This design comes from an exercise in tuning for small area, a short achievable clock period and few clock cycles per item on the open sky130 flow, not from production work. No functional check of the RTL was part of this run.

==> design.v <==
module gf_inv (
    input  wire [7:0] a,
    output reg  [7:0] y
);
    always @(*) begin
        case (a)
            8'h00: y = 8'h00;
            8'h01: y = 8'h01;
            8'h02: y = 8'h8e;
            8'h03: y = 8'hf4;
            8'h04: y = 8'h47;
            8'h05: y = 8'ha7;
            8'h06: y = 8'h7a;
            8'h07: y = 8'hba;
            8'h08: y = 8'had;
            8'h09: y = 8'h9d;
            8'h0a: y = 8'hdd;
            8'h0b: y = 8'h98;
            8'h0c: y = 8'h3d;
            8'h0d: y = 8'haa;
            8'h0e: y = 8'h5d;
            8'h0f: y = 8'h96;
            8'h10: y = 8'hd8;
            8'h11: y = 8'h72;
            8'h12: y = 8'hc0;
            8'h13: y = 8'h58;
            8'h14: y = 8'he0;
            8'h15: y = 8'h3e;
            8'h16: y = 8'h4c;
            8'h17: y = 8'h66;
            8'h18: y = 8'h90;
            8'h19: y = 8'hde;
            8'h1a: y = 8'h55;
            8'h1b: y = 8'h80;
            8'h1c: y = 8'ha0;
            8'h1d: y = 8'h83;
            8'h1e: y = 8'h4b;
            8'h1f: y = 8'h2a;
            8'h20: y = 8'h6c;
            8'h21: y = 8'hed;
            8'h22: y = 8'h39;
            8'h23: y = 8'h51;
            8'h24: y = 8'h60;
            8'h25: y = 8'h56;
            8'h26: y = 8'h2c;
            8'h27: y = 8'h8a;
            8'h28: y = 8'h70;
            8'h29: y = 8'hd0;
            8'h2a: y = 8'h1f;
            8'h2b: y = 8'h4a;
            8'h2c: y = 8'h26;
            8'h2d: y = 8'h8b;
            8'h2e: y = 8'h33;
            8'h2f: y = 8'h6e;
            8'h30: y = 8'h48;
            8'h31: y = 8'h89;
            8'h32: y = 8'h6f;
            8'h33: y = 8'h2e;
            8'h34: y = 8'ha4;
            8'h35: y = 8'hc3;
            8'h36: y = 8'h40;
            8'h37: y = 8'h5e;
            8'h38: y = 8'h50;
            8'h39: y = 8'h22;
            8'h3a: y = 8'hcf;
            8'h3b: y = 8'ha9;
            8'h3c: y = 8'hab;
            8'h3d: y = 8'h0c;
            8'h3e: y = 8'h15;
            8'h3f: y = 8'he1;
            8'h40: y = 8'h36;
            8'h41: y = 8'h5f;
            8'h42: y = 8'hf8;
            8'h43: y = 8'hd5;
            8'h44: y = 8'h92;
            8'h45: y = 8'h4e;
            8'h46: y = 8'ha6;
            8'h47: y = 8'h04;
            8'h48: y = 8'h30;
            8'h49: y = 8'h88;
            8'h4a: y = 8'h2b;
            8'h4b: y = 8'h1e;
            8'h4c: y = 8'h16;
            8'h4d: y = 8'h67;
            8'h4e: y = 8'h45;
            8'h4f: y = 8'h93;
            8'h50: y = 8'h38;
            8'h51: y = 8'h23;
            8'h52: y = 8'h68;
            8'h53: y = 8'h8c;
            8'h54: y = 8'h81;
            8'h55: y = 8'h1a;
            8'h56: y = 8'h25;
            8'h57: y = 8'h61;
            8'h58: y = 8'h13;
            8'h59: y = 8'hc1;
            8'h5a: y = 8'hcb;
            8'h5b: y = 8'h63;
            8'h5c: y = 8'h97;
            8'h5d: y = 8'h0e;
            8'h5e: y = 8'h37;
            8'h5f: y = 8'h41;
            8'h60: y = 8'h24;
            8'h61: y = 8'h57;
            8'h62: y = 8'hca;
            8'h63: y = 8'h5b;
            8'h64: y = 8'hb9;
            8'h65: y = 8'hc4;
            8'h66: y = 8'h17;
            8'h67: y = 8'h4d;
            8'h68: y = 8'h52;
            8'h69: y = 8'h8d;
            8'h6a: y = 8'hef;
            8'h6b: y = 8'hb3;
            8'h6c: y = 8'h20;
            8'h6d: y = 8'hec;
            8'h6e: y = 8'h2f;
            8'h6f: y = 8'h32;
            8'h70: y = 8'h28;
            8'h71: y = 8'hd1;
            8'h72: y = 8'h11;
            8'h73: y = 8'hd9;
            8'h74: y = 8'he9;
            8'h75: y = 8'hfb;
            8'h76: y = 8'hda;
            8'h77: y = 8'h79;
            8'h78: y = 8'hdb;
            8'h79: y = 8'h77;
            8'h7a: y = 8'h06;
            8'h7b: y = 8'hbb;
            8'h7c: y = 8'h84;
            8'h7d: y = 8'hcd;
            8'h7e: y = 8'hfe;
            8'h7f: y = 8'hfc;
            8'h80: y = 8'h1b;
            8'h81: y = 8'h54;
            8'h82: y = 8'ha1;
            8'h83: y = 8'h1d;
            8'h84: y = 8'h7c;
            8'h85: y = 8'hcc;
            8'h86: y = 8'he4;
            8'h87: y = 8'hb0;
            8'h88: y = 8'h49;
            8'h89: y = 8'h31;
            8'h8a: y = 8'h27;
            8'h8b: y = 8'h2d;
            8'h8c: y = 8'h53;
            8'h8d: y = 8'h69;
            8'h8e: y = 8'h02;
            8'h8f: y = 8'hf5;
            8'h90: y = 8'h18;
            8'h91: y = 8'hdf;
            8'h92: y = 8'h44;
            8'h93: y = 8'h4f;
            8'h94: y = 8'h9b;
            8'h95: y = 8'hbc;
            8'h96: y = 8'h0f;
            8'h97: y = 8'h5c;
            8'h98: y = 8'h0b;
            8'h99: y = 8'hdc;
            8'h9a: y = 8'hbd;
            8'h9b: y = 8'h94;
            8'h9c: y = 8'hac;
            8'h9d: y = 8'h09;
            8'h9e: y = 8'hc7;
            8'h9f: y = 8'ha2;
            8'ha0: y = 8'h1c;
            8'ha1: y = 8'h82;
            8'ha2: y = 8'h9f;
            8'ha3: y = 8'hc6;
            8'ha4: y = 8'h34;
            8'ha5: y = 8'hc2;
            8'ha6: y = 8'h46;
            8'ha7: y = 8'h05;
            8'ha8: y = 8'hce;
            8'ha9: y = 8'h3b;
            8'haa: y = 8'h0d;
            8'hab: y = 8'h3c;
            8'hac: y = 8'h9c;
            8'had: y = 8'h08;
            8'hae: y = 8'hbe;
            8'haf: y = 8'hb7;
            8'hb0: y = 8'h87;
            8'hb1: y = 8'he5;
            8'hb2: y = 8'hee;
            8'hb3: y = 8'h6b;
            8'hb4: y = 8'heb;
            8'hb5: y = 8'hf2;
            8'hb6: y = 8'hbf;
            8'hb7: y = 8'haf;
            8'hb8: y = 8'hc5;
            8'hb9: y = 8'h64;
            8'hba: y = 8'h07;
            8'hbb: y = 8'h7b;
            8'hbc: y = 8'h95;
            8'hbd: y = 8'h9a;
            8'hbe: y = 8'hae;
            8'hbf: y = 8'hb6;
            8'hc0: y = 8'h12;
            8'hc1: y = 8'h59;
            8'hc2: y = 8'ha5;
            8'hc3: y = 8'h35;
            8'hc4: y = 8'h65;
            8'hc5: y = 8'hb8;
            8'hc6: y = 8'ha3;
            8'hc7: y = 8'h9e;
            8'hc8: y = 8'hd2;
            8'hc9: y = 8'hf7;
            8'hca: y = 8'h62;
            8'hcb: y = 8'h5a;
            8'hcc: y = 8'h85;
            8'hcd: y = 8'h7d;
            8'hce: y = 8'ha8;
            8'hcf: y = 8'h3a;
            8'hd0: y = 8'h29;
            8'hd1: y = 8'h71;
            8'hd2: y = 8'hc8;
            8'hd3: y = 8'hf6;
            8'hd4: y = 8'hf9;
            8'hd5: y = 8'h43;
            8'hd6: y = 8'hd7;
            8'hd7: y = 8'hd6;
            8'hd8: y = 8'h10;
            8'hd9: y = 8'h73;
            8'hda: y = 8'h76;
            8'hdb: y = 8'h78;
            8'hdc: y = 8'h99;
            8'hdd: y = 8'h0a;
            8'hde: y = 8'h19;
            8'hdf: y = 8'h91;
            8'he0: y = 8'h14;
            8'he1: y = 8'h3f;
            8'he2: y = 8'he6;
            8'he3: y = 8'hf0;
            8'he4: y = 8'h86;
            8'he5: y = 8'hb1;
            8'he6: y = 8'he2;
            8'he7: y = 8'hf1;
            8'he8: y = 8'hfa;
            8'he9: y = 8'h74;
            8'hea: y = 8'hf3;
            8'heb: y = 8'hb4;
            8'hec: y = 8'h6d;
            8'hed: y = 8'h21;
            8'hee: y = 8'hb2;
            8'hef: y = 8'h6a;
            8'hf0: y = 8'he3;
            8'hf1: y = 8'he7;
            8'hf2: y = 8'hb5;
            8'hf3: y = 8'hea;
            8'hf4: y = 8'h03;
            8'hf5: y = 8'h8f;
            8'hf6: y = 8'hd3;
            8'hf7: y = 8'hc9;
            8'hf8: y = 8'h42;
            8'hf9: y = 8'hd4;
            8'hfa: y = 8'he8;
            8'hfb: y = 8'h75;
            8'hfc: y = 8'h7f;
            8'hfd: y = 8'hff;
            8'hfe: y = 8'h7e;
            8'hff: y = 8'hfd;
            default: y = 8'h00;
        endcase
    end
endmodule
module gf_mul (
    input  wire [7:0] a,
    input  wire [7:0] b,
    output wire [7:0] y
);
    wire [7:0] ax [0:7];
    assign ax[0] = a;
    genvar k;
    generate
        for (k = 1; k < 8; k = k + 1) begin : g_shift
            assign ax[k] = {ax[k-1][6:0], 1'b0} ^ (ax[k-1][7] ? 8'h1d : 8'h00);
        end
    endgenerate
    assign y = (b[0] ? ax[0] : 8'h00) ^ (b[1] ? ax[1] : 8'h00)
             ^ (b[2] ? ax[2] : 8'h00) ^ (b[3] ? ax[3] : 8'h00)
             ^ (b[4] ? ax[4] : 8'h00) ^ (b[5] ? ax[5] : 8'h00)
             ^ (b[6] ? ax[6] : 8'h00) ^ (b[7] ? ax[7] : 8'h00);
endmodule
module gf_pow2 (
    input  wire [2:0] e,
    output reg  [7:0] y
);
    always @(*) begin
        case (e)
            3'd0: y = 8'h01;
            3'd1: y = 8'h02;
            3'd2: y = 8'h04;
            3'd3: y = 8'h08;
            3'd4: y = 8'h10;
            3'd5: y = 8'h20;
            3'd6: y = 8'h40;
            default: y = 8'h80;
        endcase
    end
endmodule
module gf_mul_pow2 #(
    parameter integer E = 0
) (
    input  wire [7:0] a,
    output wire [7:0] y
);
    wire [7:0] ax [0:E];
    assign ax[0] = a;
    genvar k;
    generate
        for (k = 1; k <= E; k = k + 1) begin : g_shift
            assign ax[k] = {ax[k-1][6:0], 1'b0} ^ (ax[k-1][7] ? 8'h1d : 8'h00);
        end
    endgenerate
    assign y = ax[E];
endmodule
module stripe_rebuild (
    input  wire         clk,
    input  wire         rst,
    input  wire         in_valid,
    output wire         in_ready,
    input  wire [2:0]   in_rot,
    input  wire [3:0]   in_era,
    input  wire [3:0]   in_erb,
    input  wire [639:0] in_lanes,
    output reg          out_valid,
    input  wire         out_ready,
    output reg  [63:0]  out_a,
    output reg  [63:0]  out_b
);
    genvar i, k;
    wire [3:0] p_ch = {in_rot, 1'b0};
    wire [3:0] q_ch = {in_rot, 1'b1};
    wire       p_er = (p_ch == in_era) | (p_ch == in_erb);
    wire       q_er = (q_ch == in_era) | (q_ch == in_erb);
    wire [63:0] p_lane = in_lanes[64*p_ch +: 64];
    wire [63:0] q_lane = in_lanes[64*q_ch +: 64];
    wire [3:0]  d_ch  [0:7];    
    wire [63:0] d_all [0:7];    
    wire [63:0] d_pr  [0:7];    
    wire [7:0]  d_er;           
    generate
        for (i = 0; i < 8; i = i + 1) begin : g_data
            assign d_ch[i]  = (i < p_ch) ? i[3:0] : (i[3:0] + 4'd2);
            assign d_er[i]  = (d_ch[i] == in_era) | (d_ch[i] == in_erb);
            assign d_all[i] = in_lanes[64*d_ch[i] +: 64];
            assign d_pr[i]  = d_er[i] ? 64'h0 : d_all[i];
        end
    endgenerate
    reg [2:0] x_idx;
    reg [2:0] y_idx;
    reg [1:0] n_der;
    integer j;
    always @(*) begin
        x_idx = 3'd0;
        y_idx = 3'd0;
        n_der = 2'd0;
        for (j = 7; j >= 0; j = j - 1) begin
            if (d_er[j]) begin
                x_idx = j[2:0];
                n_der = n_der + 2'd1;
            end
        end
        for (j = 0; j < 8; j = j + 1) begin
            if (d_er[j]) y_idx = j[2:0];
        end
    end
    wire [7:0] gx;         
    wire [7:0] gd;         
    wire [7:0] gx_inv;     
    wire [7:0] den_inv;    
    wire [7:0] ca2;        
    wire [7:0] cb2;        
    gf_pow2 u_gx   (.e(x_idx), .y(gx));
    gf_pow2 u_gd   (.e(y_idx - x_idx), .y(gd));
    gf_inv  u_gxi  (.a(gx), .y(gx_inv));
    gf_inv  u_den  (.a(gd ^ 8'h01), .y(den_inv));
    gf_mul  u_ca2  (.a(gd), .b(den_inv), .y(ca2));
    gf_mul  u_cb2  (.a(gx_inv), .b(den_inv), .y(cb2));
    reg [7:0] ca;
    reg [7:0] cb;
    always @(*) begin
        if (n_der == 2'd2) begin
            ca = ca2;
            cb = cb2;
        end else if (n_der == 2'd1 && p_er) begin
            ca = 8'h00;
            cb = gx_inv;
        end else if (n_der == 2'd1) begin
            ca = 8'h01;
            cb = 8'h00;
        end else begin
            ca = 8'h00;
            cb = 8'h00;
        end
    end
    wire [63:0] val_x;     
    wire [63:0] val_y;     
    wire [63:0] val_p;     
    wire [63:0] val_q;     
    generate
        for (k = 0; k < 8; k = k + 1) begin : g_byte
            wire [7:0] gq [0:7];
            for (i = 0; i < 8; i = i + 1) begin : g_q
                gf_mul_pow2 #(.E(i)) u_gi (.a(d_pr[i][8*k +: 8]), .y(gq[i]));
            end
            wire [7:0] p_part = d_pr[0][8*k +: 8] ^ d_pr[1][8*k +: 8] ^ d_pr[2][8*k +: 8]
                              ^ d_pr[3][8*k +: 8] ^ d_pr[4][8*k +: 8] ^ d_pr[5][8*k +: 8]
                              ^ d_pr[6][8*k +: 8] ^ d_pr[7][8*k +: 8];
            wire [7:0] q_part = gq[0] ^ gq[1] ^ gq[2] ^ gq[3] ^ gq[4] ^ gq[5] ^ gq[6] ^ gq[7];
            wire [7:0] pxy = (p_er ? 8'h00 : p_lane[8*k +: 8]) ^ p_part;
            wire [7:0] qxy = (q_er ? 8'h00 : q_lane[8*k +: 8]) ^ q_part;
            wire [7:0] ta, tb, tq;
            gf_mul u_ta (.a(pxy), .b(ca), .y(ta));
            gf_mul u_tb (.a(qxy), .b(cb), .y(tb));
            wire [7:0] dx = ta ^ tb;
            gf_mul u_tq (.a(dx), .b(gx), .y(tq));
            assign val_x[8*k +: 8] = dx;
            assign val_y[8*k +: 8] = pxy ^ dx;
            assign val_p[8*k +: 8] = p_part ^ dx;
            assign val_q[8*k +: 8] = q_part ^ tq;
        end
    endgenerate
    wire [3:0] x_ch = d_ch[x_idx];
    wire [3:0] y_ch = d_ch[y_idx];
    reg [63:0] res_a;
    reg [63:0] res_b;
    always @(*) begin
        if (in_era == p_ch)       res_a = val_p;
        else if (in_era == q_ch)  res_a = val_q;
        else if (in_era == x_ch)  res_a = val_x;
        else                      res_a = val_y;
        if (in_erb == p_ch)       res_b = val_p;
        else if (in_erb == q_ch)  res_b = val_q;
        else if (in_erb == x_ch)  res_b = val_x;
        else                      res_b = val_y;
    end
    assign in_ready = ~out_valid | out_ready;
    always @(posedge clk) begin
        if (rst) begin
            out_valid <= 1'b0;
        end else begin
            if (in_ready) out_valid <= in_valid;
            if (in_valid && in_ready) begin
                out_a <= res_a;
                out_b <= res_b;
            end
        end
    end
endmodule
==> run.sh <==
#!/bin/bash
# synth_recipe.tcl (not shown) runs the flow's synth.tcl, then flattens the netlist and writes it again
# the make line also repeats each setting of config.mk as NAME=value (left out here)
make -C /OpenROAD-flow-scripts/flow DESIGN_CONFIG=/design/flow/config.mk WORK_HOME=/design/flow/orfs CLKGATE_MAP_FILE= SYNTH_SCRIPT=/design/flow/synth_recipe.tcl finish
==> config.mk <==
export PLATFORM = sky130hd
export DESIGN_NAME = stripe_rebuild
export DESIGN_NICKNAME = stripe_rebuild
export VERILOG_FILES = /design/flow/design.v
export SDC_FILE = /design/flow/constraint.sdc
export NUM_CORES = 4
export LEC_CHECK = 0
export CAP_MARGIN = 20
export CORE_MARGIN = 2
export CORE_UTILIZATION = 25
export PLACE_DENSITY = 0.35
export SLEW_MARGIN = 20
==> constraint.sdc <==
create_clock -name core_clock -period 15.0 [get_ports {clk}]
set_input_delay 3.0000 -clock core_clock [delete_from_list [all_inputs] [get_ports {clk}]]
set_output_delay 3.0000 -clock core_clock [all_outputs]
set_load 0.01 [all_outputs]
==> summary.txt <==
==> how the worst min path moves through the flow <==
stage          cells past startpoint  slack (ns)         to
6_report                           3        0.64  out_valid
2_1_floorplan                      3        0.63  out_valid
5_1_grt                            3        0.70  out_valid
3_3_place_gp                       3        0.61  out_valid
4_1_cts                            3        0.65  out_valid
3_5_place_dp                       3        0.64  out_valid
==> cell usage after synthesis (25+ instances only) <==
cell         n  area (µm²)
nor2_1    1148        4310
a221oi_1   132        1160
xor2_1     837        7330
a211o_1     36         315
and2_1      33         206
a211oi_1   155        1160
buf_6       52         586
a31oi_1     27         169
o21ai_0    340        1700
and3_1      84         526
buf_1       79         297
o22ai_1    267        1670
a22oi_1    191        1430
xor2_2      46         748
o21ai_1     36         180
buf_2      303        1520
nor4_1      53         332
xnor2_1   1837       16100
edfxtp_1   128        3840
xnor2_2     65        1060
xor3_1      30         713
o211ai_1    70         526
xnor3_1    271        6100
o221ai_1    47         412
clkbuf_1   408        1530
nand3_1    163         816
nor3_1     212        1060
buf_4       97         728
nand2_1    991        3720
o32ai_1     26         228
mux2i_1    685        6860
mux2_2      33         372
inv_1       48         180
a21oi_1    738        3690
nor2b_1     25         156
==> critical path, delay by kind of cell <==
kind / cells / cell delay (ns)
xor gates and xnor gates: 10 / 3.14
AOI/OAI and AO/OA: 10 / 2.36
buffers and inverters: 10 / 2.22
and+or+nand+nor: 7 / 1.99
adders and majority gates: 4 / 1.04
muxes: 1 / 0.35
==> flip-flops by register name, summed over array words and instances (netlist names) <==
signal,count
out_b,64
out_a,64
out_valid,1
==> layout make-up <==
class	count	share of cell area
Multi-Input combinational cell	9107	0.755
Timing Repair Buffer	1357	0.136
Tap cell	4100	0.0562
Sequential cell	129	0.0423
Clock buffer	27	0.00704
Inverter	59	0.00259
Antenna cell	29	0.000794
Clock inverter	5	0.000521
==> layer usage <==
| metal | share of wire | up-vias |
|---|---|---|
| li1 | - | 36725 |
| met1 | 0.45 | 44297 |
| met2 | 0.41 | 5860 |
| met3 | 0.10 | 709 |
| met4 | 0.042 | 20 |
| met5 | 0.00022 | - |
==> kinds of logic after synthesis <==
family | count (synthesis) | share of synthesized area
XOR/XNOR | 3109 | 0.424
AND/OR/NAND/NOR | 2880 | 0.162
AO/OA/AOI/OAI | 2369 | 0.201
buffers and inverters | 998 | 0.0634
multiplexers | 728 | 0.0957
flip-flops | 129 | 0.0502
adder cells (fa/ha/maj) | 21 | 0.00351
==> stage by stage <==
stage                      util  worst slack [ns]  hold WS (ns)  std cells
after detailed placement  0.296             0.895         0.636      14751
after CTS                 0.298              1.41         0.647      14783
after global placement    0.296             0.864         0.613      14750
after global routing      0.298             0.756         0.697      14804
after floorplan               -              1.46         0.625      10234
final                     0.298              1.12         0.637      14813
==> flow_summary.ini <==
[final_layout]
fillCellCount = 33186
final_cell_mix = xnor2_1 (1818), nor2_1 (1133), nand2_1 (985)
nNetsFinal = 11355
layout-drive-gt1-share = 0.0913
multi_input_area_um2 = 68900
postLayoutCellArea_um2 = 91300
final_common_cell = xnor2_1
area_growth_pct = 18.7
seqCellArea_um2 = 3860

[global_route]
grtUsageTotal = 0.371
grtUsageMet1 = 0.530
overflow = 0
grt_pass1_wl_um = 795000
busiest_layer = met2
grt_use_met2 = 0.537
grt_max_degree = 128
grt_pass1_vias = 80916
met3_usage = 0.0834
antenna_found_initial = 75

[clock_network]
clock-sinks = 129
h-tree-depth = 4
clkLatencyLatePin_ns = 0.56
cts.root.buffer_cell = clkbuf_16
post_cts_buffers = 0
clkTransAtPathRegs_ns = 0.07
cts_resized = 0
holdBufCountCts = 0
tritoncts = yes
cts.path.max_buffers = 3
cts_made_buffers = 25

[placement]
place_area_um2 = 90500
dp_hpwl_um = 480000
gp_congestion = 0.991
io_buffers = 784

[timing]
fmax_mhz = 72.0
fin_crit_sh = 0.925
finalClockSkew_ns = 0.0228
maxSlewViolCount = 0
rsz0062_at_grt = no
worstMarginPinSlew_ns = 1.35
period_needed_ns = 13.88
maxSlewHeadroom = 0.0914
hold_viol = 0
finalSetupViolCount = 0
finalSetupTns_ns = 0

[routing]
ant_nets = 0
drc_errors = 0
wl_per_cell_um = 41.1
num_vias = 87611
finalWirelength_um = 608000
via_per_inst = 5.91
firstDrtPassIters = 7
drtIter0Drc = 13413

[worst_setup_path]
cp_slowest_cell = a211oi_1
ff2ff_setup_slack_ns = 12.34
crit_arrival_ns = 14.16
crit_path_start_kind = primary input
regToRegEndpoint = out_b[63]
r2r_cells = 4
required_ns = 15.28
critical_path_class = primary input to flop
crit_end = out_a[11]
startpoint = in_era[3]
crit_fanout = 26
slowest_delay_ns = 0.90
endpoint_kind = flop
r2r_start = out_valid

[floorplanning]
die_w_um = 559
core_area_um2 = 306000
die_area_um2 = 312000
rows = 203
die_y_um = 559
ios = 785
initial_core_util = 0.252

[logic_synthesis]
netlist_area_um2 = 77000
ys_warn_count = 12
synthCells = 10234
synth_flop_cell = edfxtp_1
async_flop_share = 0
synth_seq_cells = 129
synth_seq_area_share = 0.0502
ys_types = 123
syn-mean-instance-area_um2 = 7.52
synth_edf_count = 128
syn_nets = 10910

[outcome]
status = timing/DRC/antenna clean

[hold_path]
worstHoldStart = out_valid
hp-class = flop to flop

[run]
max_cap_viol_count = 0

## static timing again, ports no longer ideal
The results above use ideal ports. As a check the final layout listed here was re-extracted and re-timed, cells and wires unchanged. Step 1, drivers: a clkbuf_16 drives clk and a buf_2 each remaining input, both assumed. Step 2 adds t to the input delays and takes it off the output delays; t is the mean of the earliest and latest rising clock arrival at the registers after step 1. Input paths then give back, and output paths get back, about the clock's delay inside the block. a / b / c = no drivers / after step 1 / after step 2; a / b = the first two.
shift t [ns]: 0.636
slack for setup (ns): 1.119 / 1.160 / 0.524
worst setup path at the end: input to register
cell pins on the clock port's net: 1
After both steps this run still meets setup and hold. For this run, drivers alone change the setup slack by +0.041 ns; drivers and shift together by -0.595 ns.
